This is an optimization exercise on Yosys and OpenROAD, whose aim is small area, a short achievable clock period and few clock cycles per item, not a production implementation.
In this exercise RTL edits were held to simulation tests only and were not proved equivalent to the original.

Design aes_enc, start of the top module:
module aes_enc (
    input  wire         clk,
    input  wire         rst,         
    input  wire         start,       
    input  wire [1:0]   key_len,     
    input  wire [255:0] key,         
    input  wire [127:0] din,         
    output wire         ready,       
    output reg          done,        
    output wire [127:0] dout
);
Size: ~1,000 flip-flops.
export LEC_CHECK = 0
export CAP_MARGIN = 20
export CORE_MARGIN = 2
export CORE_UTILIZATION = 45
export PLACE_DENSITY = 0.6
export SLEW_MARGIN = 20
export SYNTH_HIERARCHICAL = 1
create_clock -name core_clock -period 15.0 [get_ports {clk}]
standard.sh (not shown) runs the stock make flow with config.mk's settings and CLKGATE_MAP_FILE= SYNTH_SCRIPT=/design/flow/synth_recipe.tcl, a recipe that flattens the netlist after the stock synthesis.
==> flow/flow/run.sh <==
#!/bin/bash
# Layout flow: the standard flow (standard.sh, unchanged synthesis), with
# plain buf_1 cells as the port buffers instead of the flow's default choice,
# a clock tree of clkbuf_8 cells without dummy loads, and timing repair asked
# for a setup margin (the SDC is unchanged).
set -euo pipefail
bash standard.sh "BUFFER_PORTS_ARGS=-buffer_cell sky130_fd_sc_hd__buf_1" "SETUP_SLACK_MARGIN=10.5" \
  "CTS_ARGS=-sink_clustering_enable -repair_clock_nets -dont_use_dummy_load -buf_list sky130_fd_sc_hd__clkbuf_8" \
  finish > make_finish.log 2>&1
Testbench counts at the start, summed over its fixed seeds: cycles 28,456, blocks 2,400.
Edit:
--- a/flow/flow/run.sh
+++ b/flow/flow/run.sh
@@ -7 +7 @@
-bash standard.sh "BUFFER_PORTS_ARGS=-buffer_cell sky130_fd_sc_hd__buf_1" "SETUP_SLACK_MARGIN=10.5" \
+bash standard.sh "BUFFER_PORTS_ARGS=-buffer_cell sky130_fd_sc_hd__buf_1" "SETUP_SLACK_MARGIN=8" \
Global-route usage is lower by 0.55 points.
Clock-buffer cell count is lower by 3.
Setup slack gets worse by 770 ps.
Wire length is lower by about 3%.
Register-to-register slack gets worse by 790 ps.
Edit:
--- a/flow/flow/run.sh
+++ b/flow/flow/run.sh
@@ -7 +7 @@
-bash standard.sh "BUFFER_PORTS_ARGS=-buffer_cell sky130_fd_sc_hd__buf_1" "SETUP_SLACK_MARGIN=8" \
+bash standard.sh "BUFFER_PORTS_ARGS=-buffer_cell sky130_fd_sc_hd__buf_1" "SETUP_SLACK_MARGIN=10" \
After rerunning:
- area after synthesis is unchanged
- global-route usage went up by 0.42 points
- sequential cell count stays the same
- via count went up by 0.66%
- worst hold slack improves by 4.8 ps
- utilization went up by 0.87 points
- clock-buffer cell count went up by 5
- routed wire length went up by 1.6%


aes_enc, a different RTL version from the one above (not shown whole).
Size: roughly 520 I/O pins, about 0.046 mm^2 of cells after synthesis.
Settings: LEC_CHECK=0, CAP_MARGIN=20, CORE_MARGIN=2, CORE_UTILIZATION=55, PLACE_DENSITY=0.68, SLEW_MARGIN=20, SYNTH_HIERARCHICAL=1; clock period 15.0 ns.
==> flow/flow/run.sh <==
#!/bin/bash
# Layout flow: the standard flow (standard.sh, unchanged synthesis), with
# plain buf_1 cells as the port buffers instead of the flow's default choice,
# a clock tree of clkbuf_8 cells without dummy loads, and timing repair asked
# for a setup margin (the SDC is unchanged).
set -euo pipefail
bash standard.sh "BUFFER_PORTS_ARGS=-buffer_cell sky130_fd_sc_hd__buf_1" "SETUP_SLACK_MARGIN=8" \
  "CTS_ARGS=-sink_clustering_enable -repair_clock_nets -dont_use_dummy_load -buf_list sky130_fd_sc_hd__clkbuf_8" \
  finish > make_finish.log 2>&1
Testbench counts at the start, summed over its fixed seeds: cycles 27,736, blocks 2,400.
Rerun with:
--- a/flow/config.mk
+++ b/flow/config.mk
@@ -9,4 +9,4 @@
 export CORE_MARGIN = 2
-export CORE_UTILIZATION = 55
-export PLACE_DENSITY = 0.68
+export CORE_UTILIZATION = 45
+export PLACE_DENSITY = 0.75
 export SLEW_MARGIN = 20
Outcome:
- The changed run went through all stages and came out clean
- final area came out higher by about 1%
- worst setup slack gets worse by 0.049 ns
Rerun with:
==> flow/flow/run.sh (replaced) <==
#!/bin/bash
# Layout flow: the standard flow (standard.sh, unchanged synthesis), with
# plain buf_1 cells as the port buffers instead of the flow's default choice,
# and timing repair asked for a setup margin (the SDC is unchanged).
set -euo pipefail
bash standard.sh "BUFFER_PORTS_ARGS=-buffer_cell sky130_fd_sc_hd__buf_1" "SETUP_SLACK_MARGIN=8" finish > make_finish.log 2>&1
--- a/flow/config.mk
+++ b/flow/config.mk
@@ -10,3 +10,3 @@
 export CORE_UTILIZATION = 45
-export PLACE_DENSITY = 0.75
+export PLACE_DENSITY = 0.6
 export SLEW_MARGIN = 20
First-iteration DRC count went down by 15%.
Utilization rose by 1.1 points.
Flip-flop and latch count does not change.
Worst setup slack is better by 0.078 ns.
Die area stays the same.
Routed wire length rose by 0.92%.
Clock skew came out lower by 0.078 ns.
Sequential share of layout area shrinks by 0.40 points.
Rerun with:
==> flow/flow/run.sh (replaced) <==
#!/bin/bash
# Layout flow: the standard flow (standard.sh, unchanged synthesis), with
# plain buf_1 cells as the port buffers instead of the flow's default choice,
# a clock tree of clkbuf_8 cells without dummy loads, and timing repair asked
# for a setup margin (the SDC is unchanged).
set -euo pipefail
bash standard.sh "BUFFER_PORTS_ARGS=-buffer_cell sky130_fd_sc_hd__buf_1" "SETUP_SLACK_MARGIN=7.5" \
  "CTS_ARGS=-sink_clustering_enable -repair_clock_nets -dont_use_dummy_load -buf_list sky130_fd_sc_hd__clkbuf_8" \
  finish > make_finish.log 2>&1
=> Worst setup slack gets worse by 0.53 ns. Die area is unchanged. Via count hardly moves.
Rerun with:
--- a/flow/flow/run.sh
+++ b/flow/flow/run.sh
@@ -6,3 +6,3 @@
 set -euo pipefail
-bash standard.sh "BUFFER_PORTS_ARGS=-buffer_cell sky130_fd_sc_hd__buf_1" "SETUP_SLACK_MARGIN=7.5" \
+bash standard.sh "BUFFER_PORTS_ARGS=-buffer_cell sky130_fd_sc_hd__buf_1" "SETUP_SLACK_MARGIN=8.5" \
   "CTS_ARGS=-sink_clustering_enable -repair_clock_nets -dont_use_dummy_load -buf_list sky130_fd_sc_hd__clkbuf_8" \
- synthesized cell count is unchanged
- clock skew barely changes
- setup slack improves by 0.99 ns

[afterwards: timing with drivers on the ports]
Ports are ideal in the flow. The routed layouts listed here were re-timed in OpenROAD. Step 1 (the two cells are an assumption about what drives the block):
set clk [get_ports {clk}]
set_driving_cell -lib_cell sky130_fd_sc_hd__clkbuf_16 $clk
set_driving_cell -lib_cell sky130_fd_sc_hd__buf_2 [delete_from_list [all_inputs] $clk]
Step 2 also shifts input and output timing later by t, the mid clock arrival at the registers, as if the neighbouring blocks saw the same clock. Three values: no drivers, after step 1, after step 2; two values: the first two.
| run | shift t [ns] | slack for setup (ns) | hold WS [ns] | slew at the worst register clock pin (ns) |
|---|---|---|---|---|
| the first run of note 1 | 0.949 | 10.576 / 10.499 / 10.033 | 0.277 / 0.277 / 0.277 | 0.07 / 0.07 |
| the second run of note 1 | 0.950 | 9.809 / 9.809 / 9.809 | 0.295 / 0.295 / 0.295 | 0.07 / 0.07 |
| the third run of note 1 | 0.946 | 10.045 / 10.045 / 9.876 | 0.300 / 0.300 / 0.300 | 0.06 / 0.06 |
| the first run of note 2 | 0.805 | 8.153 / 8.153 / 8.153 | 0.430 / 0.430 / 0.430 | 0.07 / 0.07 |
| the second run of note 2 | 0.797 | 8.103 / 8.103 / 8.103 | 0.437 / 0.437 / 0.437 | 0.07 / 0.07 |
| the third run of note 2 | 0.715 | 8.181 / 8.181 / 8.181 | 0.438 / 0.438 / 0.438 | 0.07 / 0.07 |
| the fourth run of note 2 | 0.835 | 7.651 / 7.651 / 7.651 | 0.438 / 0.438 / 0.438 | 0.07 / 0.07 |
| the fifth run of note 2 | 0.818 | 8.645 / 8.645 / 8.645 | 0.438 / 0.438 / 0.438 | 0.07 / 0.07 |
After both steps setup and hold are still met in every run listed. The setup slack of the first run of note 1, which loses most, moves by -0.077 ns with the drivers and by -0.543 ns with both steps.
